This is an optimization exercise on Yosys and OpenROAD, whose aim is small area and a short achievable clock period, not a production implementation. Only simulation tests tie the RTL to the original design; equivalence was not proved. No activity file was given, so power comes from the tool's default toggle rates.

== lane 5 ==
==> flow/design.v <==
module squall_q0 #(
    parameter DEPTH = 32,
    parameter AW    = 5
) (
    input  wire        clk,
    input  wire        rst,           
    input  wire        ev_valid,
    input  wire [63:0] ev_time,
    input  wire [15:0] ev_code,
    input  wire [7:0]  ev_src,
    input  wire [7:0]  ev_count,
    input  wire [31:0] ev_arg,
    input  wire        fr_ready,
    output reg         fr_valid,
    output wire [63:0] fr_time,
    output wire [15:0] fr_code,
    output wire [7:0]  fr_src,
    output wire [7:0]  fr_count,
    output wire [31:0] fr_arg,
    output reg  [AW:0] level,
    input  wire        lost_clr,
    output reg  [31:0] lost
);
    reg [63:0] e_time  [0:DEPTH-1];
    reg [15:0] e_code  [0:DEPTH-1];
    reg [7:0]  e_src   [0:DEPTH-1];
    reg [7:0]  e_count [0:DEPTH-1];
    reg [31:0] e_arg   [0:DEPTH-1];
    reg [63:0]      pw_time;
    reg [15:0]      pw_code;
    reg [7:0]       pw_src;
    reg [7:0]       pw_count;
    reg [31:0]      pw_arg;
    reg [DEPTH-1:0] pw_slot;         
    reg             pw_app;          
    reg             pw_rep;          
    wire [DEPTH-1:0] pw_oh = pw_slot & {DEPTH{pw_app | pw_rep}};
    reg [AW-1:0] head;
    reg [AW-1:0] tail;
    reg          full;
    reg          one;             
    wire pop       = fr_valid && fr_ready;
    wire space     = !full || fr_ready;
    wire do_lose   = ev_valid && full && !fr_ready;
    wire do_append = ev_valid && space;
    wire [7:0] in_count = (ev_count == 8'd0) ? 8'd1 : ev_count;
    wire [1:0] in_sev   = ev_code[11:10];
    reg [1:0]       sev [0:DEPTH-1];
    reg [DEPTH-1:0] has_sev3, has_sev2, has_sev1;
    reg [1:0]       low_sev;
    reg [DEPTH-1:0] slot_low;
    reg [DEPTH-1:0] at_head;         
    reg [DEPTH-1:0] below_tail;      
    reg [DEPTH-1:0] tail_oh;
    reg [DEPTH-1:0] head_oh;
    reg [DEPTH-1:0] next_oh;         
    reg [2*DEPTH-1:0] low_2x;
    reg [2*DEPTH-1:0] low_pre;       
    reg [2*DEPTH-1:0] repl_2x;
    reg [DEPTH-1:0] repl_oh;         
    integer i, s;
    always @* begin
        for (i = 0; i < DEPTH; i = i + 1) begin
            sev[i]        = pw_oh[i] ? pw_code[11:10] : e_code[i][11:10];
            has_sev3[i]   = (sev[i] == 2'd3);
            has_sev2[i]   = (sev[i] == 2'd2);
            has_sev1[i]   = (sev[i] == 2'd1);
            at_head[i]    = (i >= head);
            below_tail[i] = (i < tail);
            tail_oh[i]    = (i == tail);
            head_oh[i]    = (i == head);
        end
        next_oh = {head_oh[DEPTH-2:0], head_oh[DEPTH-1]};
        low_sev = (|has_sev3) ? 2'd3 : (|has_sev2) ? 2'd2 : (|has_sev1) ? 2'd1 : 2'd0;
        for (i = 0; i < DEPTH; i = i + 1)
            slot_low[i] = (sev[i] == low_sev);
        low_2x = {slot_low, slot_low & at_head};
        low_pre = low_2x << 1;
        for (s = 1; s < 2*DEPTH; s = s * 2)
            low_pre = low_pre | (low_pre << s);
        repl_2x = low_2x & ~low_pre;
        repl_oh = repl_2x[2*DEPTH-1:DEPTH] | repl_2x[DEPTH-1:0];
    end
    wire              pw_match = (pw_code == ev_code) && (pw_src == ev_src);
    reg [DEPTH-1:0]   match;
    reg [2*DEPTH-1:0] match_2x;
    reg [2*DEPTH-1:0] match_suf;     
    reg [2*DEPTH-1:0] merge_2x;
    reg [DEPTH-1:0]   merge_oh;      
    always @* begin
        for (i = 0; i < DEPTH; i = i + 1)
            match[i] = pw_oh[i] ? pw_match : (e_code[i] == ev_code) && (e_src[i] == ev_src);
        match_2x = {pm_match & below_tail, pm_match & ~below_tail};
        match_suf = match_2x >> 1;
        for (s = 1; s < 2*DEPTH; s = s * 2)
            match_suf = match_suf | (match_suf >> s);
        merge_2x = match_2x & ~match_suf;
        merge_oh = merge_2x[2*DEPTH-1:DEPTH] | merge_2x[DEPTH-1:0];
    end
    reg [DEPTH-1:0] pm_match;        
    reg             pm_valid;
    wire merge_hit = |match;
    wire repl_ok   = do_lose && !merge_hit && (low_sev >= in_sev);
    wire do_merge  = do_lose && merge_hit;
    genvar g;
    generate
        for (g = 0; g < DEPTH; g = g + 1) begin : slot
            wire       inc  = pm_valid && merge_oh[g];
            always @(posedge clk) begin
                if (pw_oh[g]) begin
                    e_time[g] <= pw_time;
                    e_code[g] <= pw_code;
                    e_src[g]  <= pw_src;
                    e_arg[g]  <= pw_arg;
                end
                if (inc && e_count[g] != 8'hFF)
                    e_count[g] <= e_count[g] + 8'd1;
                else if (pw_oh[g])
                    e_count[g] <= pw_count;
            end
        end
    endgenerate
    always @(posedge clk) begin
        pw_time  <= ev_time;
        pw_code  <= ev_code;
        pw_src   <= ev_src;
        pw_count <= in_count;
        pw_arg   <= ev_arg;
        pm_match <= match;
        pw_slot  <= space ? tail_oh : repl_oh;
        if (rst) begin
            pw_app   <= 1'b0;
            pw_rep   <= 1'b0;
            pm_valid <= 1'b0;
        end else begin
            pw_app   <= do_append;
            pw_rep   <= repl_ok;
            pm_valid <= do_merge;
        end
    end
    reg [63:0] nx_time;
    reg [15:0] nx_code;
    reg [7:0]  nx_src;
    reg [7:0]  nx_count;
    reg [31:0] nx_arg;
    always @* begin
        if (|(pw_oh & next_oh)) begin
            nx_time = pw_time; nx_code = pw_code; nx_src = pw_src; nx_count = pw_count; nx_arg = pw_arg;
        end else begin
            nx_time = 64'd0; nx_code = 16'd0; nx_src = 8'd0; nx_count = 8'd0; nx_arg = 32'd0;
            for (i = 0; i < DEPTH; i = i + 1) begin
                nx_time  = nx_time  | (e_time[i]  & {64{next_oh[i]}});
                nx_code  = nx_code  | (e_code[i]  & {16{next_oh[i]}});
                nx_src   = nx_src   | (e_src[i]   & {8{next_oh[i]}});
                nx_count = nx_count | (e_count[i] & {8{next_oh[i]}});
                nx_arg   = nx_arg   | (e_arg[i]   & {32{next_oh[i]}});
            end
            if (pm_valid && |(merge_oh & next_oh) && nx_count != 8'hFF)
                nx_count = nx_count + 8'd1;
        end
    end
    wire hd_from_ev  = (do_append && (!fr_valid || (one && fr_ready))) ||
                       (repl_ok && |(repl_oh & head_oh));
    wire hd_from_nx  = pop && !one;
    wire hd_inc      = do_lose && |(match & head_oh) && !(|(match & ~head_oh));
    reg  [7:0] hd_cnt;
    reg  [7:0] hd_cnt1;
    reg        hd_merged;
    wire [7:0] hd_count = hd_merged ? hd_cnt1 : hd_cnt;
    assign fr_count = hd_sel ? hd_count : pw_count;
    wire [7:0] cnt_n  = hd_from_nx ? nx_count : fr_count;
    reg [63:0] hd_time;
    reg [15:0] hd_code;
    reg [7:0]  hd_src;
    reg [31:0] hd_arg;
    reg        sel;
    reg        hd_sel;           
    assign fr_time = sel    ? pw_time : hd_time;
    assign fr_code = hd_sel ? hd_code : pw_code;
    assign fr_src  = hd_sel ? hd_src  : pw_src;
    assign fr_arg  = hd_sel ? hd_arg  : pw_arg;
    always @(posedge clk) begin
        sel    <= hd_from_ev;
        hd_sel <= !hd_from_ev;
        if (hd_from_nx) begin
            hd_time <= nx_time;
            hd_code <= nx_code;
            hd_src  <= nx_src;
            hd_arg  <= nx_arg;
        end else if (sel) begin
            hd_time <= pw_time;
            hd_code <= pw_code;
            hd_src  <= pw_src;
            hd_arg  <= pw_arg;
        end
        hd_cnt    <= cnt_n;
        hd_cnt1   <= (cnt_n == 8'hFF) ? cnt_n : cnt_n + 8'd1;
        hd_merged <= hd_inc;
    end
    wire [AW:0] level_n = level + {{AW{1'b0}}, do_append} - {{AW{1'b0}}, pop};
    always @(posedge clk) begin
        if (rst) begin
            head     <= {AW{1'b0}};
            tail     <= {AW{1'b0}};
            full     <= 1'b0;
            one      <= 1'b0;
            fr_valid <= 1'b0;
            level    <= {(AW+1){1'b0}};
            lost     <= 32'd0;
        end else begin
            if (pop)
                head <= head + 1'b1;
            if (do_append)
                tail <= tail + 1'b1;
            level    <= level_n;
            full     <= level_n[AW];
            one      <= (level_n == 1);
            fr_valid <= (level_n != 0);
            if (lost_clr)
                lost <= {31'd0, do_lose};
            else if (do_lose && lost != 32'hFFFF_FFFF)
                lost <= lost + 32'd1;
        end
    end
endmodule
==> flow/config.mk <==
export PLATFORM = sky130hd
export DESIGN_NAME = squall_q0
export DESIGN_NICKNAME = squall_q0
export VERILOG_FILES = /design/flow/design.v
export SDC_FILE = /design/flow/constraint.sdc
export NUM_CORES = 4
export LEC_CHECK = 0
export ABC_CLOCK_PERIOD_IN_PS = 2000
export CAP_MARGIN = 20
export CORE_MARGIN = 2
export CORE_UTILIZATION = 40
export CTS_CLUSTER_DIAMETER = 80
export CTS_CLUSTER_SIZE = 25
export SLEW_MARGIN = 20
==> flow/constraint.sdc <==
create_clock -name core_clock -period 36.0 [get_ports {clk}]
set_input_delay 7.2000 -clock core_clock [delete_from_list [all_inputs] [get_ports {clk}]]
set_output_delay 7.2000 -clock core_clock [all_outputs]
set_load 0.01 [all_outputs]
standard.sh (not shown) runs the stock make flow with config.mk's settings and CLKGATE_MAP_FILE= SYNTH_SCRIPT=/design/flow/synth_recipe.tcl, a recipe that flattens the netlist after the stock synthesis.
==> flow/flow/run.sh <==
#!/bin/bash
# The standard layout, with timing repair after CTS and global routing
# aiming at a setup slack well above zero at the design's clock period.
set -euo pipefail
bash standard.sh SETUP_SLACK_MARGIN=27 finish > standard.log 2>&1
Lane 5: full flow OK, the timing, design-rule and antenna checks passed
Input-level comparison between lane 4 and lane 5:
diff --git a/flow/design.v b/flow/design.v
--- a/flow/design.v
+++ b/flow/design.v
@@ -13,11 +13,11 @@
     input  wire        fr_ready,
     output reg         fr_valid,
     output wire [63:0] fr_time,
     output wire [15:0] fr_code,
     output wire [7:0]  fr_src,
-    output wire [7:0]  fr_count,
+    output reg  [7:0]  fr_count,
     output wire [31:0] fr_arg,
     output reg  [AW:0] level,
     input  wire        lost_clr,
     output reg  [31:0] lost
 );
@@ -29,14 +29,11 @@
     reg [63:0]      pw_time;
     reg [15:0]      pw_code;
     reg [7:0]       pw_src;
     reg [7:0]       pw_count;
     reg [31:0]      pw_arg;
-    reg [DEPTH-1:0] pw_slot;         
-    reg             pw_app;          
-    reg             pw_rep;          
-    wire [DEPTH-1:0] pw_oh = pw_slot & {DEPTH{pw_app | pw_rep}};
+    reg [DEPTH-1:0] pw_oh;
     reg [AW-1:0] head;
     reg [AW-1:0] tail;
     reg          full;
     reg          one;             
     wire pop       = fr_valid && fr_ready;
@@ -125,18 +122,15 @@
         pw_code  <= ev_code;
         pw_src   <= ev_src;
         pw_count <= in_count;
         pw_arg   <= ev_arg;
         pm_match <= match;
-        pw_slot  <= space ? tail_oh : repl_oh;
         if (rst) begin
-            pw_app   <= 1'b0;
-            pw_rep   <= 1'b0;
+            pw_oh    <= {DEPTH{1'b0}};
             pm_valid <= 1'b0;
         end else begin
-            pw_app   <= do_append;
-            pw_rep   <= repl_ok;
+            pw_oh    <= ({DEPTH{do_append}} & tail_oh) | ({DEPTH{repl_ok}} & repl_oh);
             pm_valid <= do_merge;
         end
     end
     reg [63:0] nx_time;
     reg [15:0] nx_code;
@@ -161,29 +155,21 @@
     end
     wire hd_from_ev  = (do_append && (!fr_valid || (one && fr_ready))) ||
                        (repl_ok && |(repl_oh & head_oh));
     wire hd_from_nx  = pop && !one;
     wire hd_inc      = do_lose && |(match & head_oh) && !(|(match & ~head_oh));
-    reg  [7:0] hd_cnt;
-    reg  [7:0] hd_cnt1;
-    reg        hd_merged;
-    wire [7:0] hd_count = hd_merged ? hd_cnt1 : hd_cnt;
-    assign fr_count = hd_sel ? hd_count : pw_count;
-    wire [7:0] cnt_n  = hd_from_nx ? nx_count : fr_count;
     reg [63:0] hd_time;
     reg [15:0] hd_code;
     reg [7:0]  hd_src;
     reg [31:0] hd_arg;
     reg        sel;
-    reg        hd_sel;           
-    assign fr_time = sel    ? pw_time : hd_time;
-    assign fr_code = hd_sel ? hd_code : pw_code;
-    assign fr_src  = hd_sel ? hd_src  : pw_src;
-    assign fr_arg  = hd_sel ? hd_arg  : pw_arg;
+    assign fr_time = sel ? pw_time : hd_time;
+    assign fr_code = sel ? pw_code : hd_code;
+    assign fr_src  = sel ? pw_src  : hd_src;
+    assign fr_arg  = sel ? pw_arg  : hd_arg;
     always @(posedge clk) begin
-        sel    <= hd_from_ev;
-        hd_sel <= !hd_from_ev;
+        sel <= hd_from_ev;
         if (hd_from_nx) begin
             hd_time <= nx_time;
             hd_code <= nx_code;
             hd_src  <= nx_src;
             hd_arg  <= nx_arg;
@@ -191,13 +177,16 @@
             hd_time <= pw_time;
             hd_code <= pw_code;
             hd_src  <= pw_src;
             hd_arg  <= pw_arg;
         end
-        hd_cnt    <= cnt_n;
-        hd_cnt1   <= (cnt_n == 8'hFF) ? cnt_n : cnt_n + 8'd1;
-        hd_merged <= hd_inc;
+        if (hd_from_ev)
+            fr_count <= in_count;
+        else if (hd_from_nx)
+            fr_count <= nx_count;
+        else if (hd_inc && fr_count != 8'hFF)
+            fr_count <= fr_count + 8'd1;
     end
     wire [AW:0] level_n = level + {{AW{1'b0}}, do_append} - {{AW{1'b0}}, pop};
     always @(posedge clk) begin
         if (rst) begin
             head     <= {AW{1'b0}};
==> run notes <==
Lane 5: full flow OK, the timing, design-rule and antenna checks passed
Lane 4 ran to completion and came out clean on the timing, design-rule and antenna checks.
Clock-cell share of area, lane 4 and lane 5: smaller value in lane 4
Clock skew in lane 4 vs lane 5: up 0.067 ns
Lane 4 vs. lane 5: pre-CTS setup slack went down by 0.69 ns.
| wire length of the first global-routing pass | lane 4 vs lane 5 | worse |
| die area | lane 4 vs lane 5 | about 0.74% lower |
The run showing the greater number of cells produced by synthesis is lane 5.
Any difference in final cell utilization of the core between lane 4 and lane 5 is small enough to ignore.
[compare] base=lane 5 new=lane 4: worst hold slack now sits higher, setup slack shrank by 0.11 ns, flip-flop and latch count ~0 delta, count of clock-buffer cells in the layout +1.4%, internal portion of total power decreased by 1.3% relative to the old numbers.
Lane 4 ended up with a higher via count than lane 5 did.

## separate check: timing with driven ports
The results above use ideal ports. As a check the final layouts listed here were re-extracted and re-timed, cells and wires unchanged. Step 1 (the two cells are an assumption about what drives the block):
set clk [get_ports {clk}]
set_driving_cell -lib_cell sky130_fd_sc_hd__clkbuf_16 $clk
set_driving_cell -lib_cell sky130_fd_sc_hd__buf_2 [delete_from_list [all_inputs] $clk]
Step 2, shift: input delay + t, output delay - t, t = (earliest + latest rising clock arrival at the registers) / 2. This alone moves slack from input paths to output paths. a / b / c = ideal ports / drivers / drivers and shift; a / b = the first two.
| run | t (ns) | slack for setup (ns) | worst data-port slew with drivers (ns) |
|---|---|---|---|
| lane 5 | 1.123 | 26.269 / 26.146 / 25.412 | 0.10 |
| lane 4 | 1.094 | 26.156 / 26.032 / 25.186 | 0.12 |
After both steps every run listed still meets setup and hold. For lane 4, which loses most, drivers alone change the setup slack by -0.124 ns; drivers and shift together by -0.970 ns.
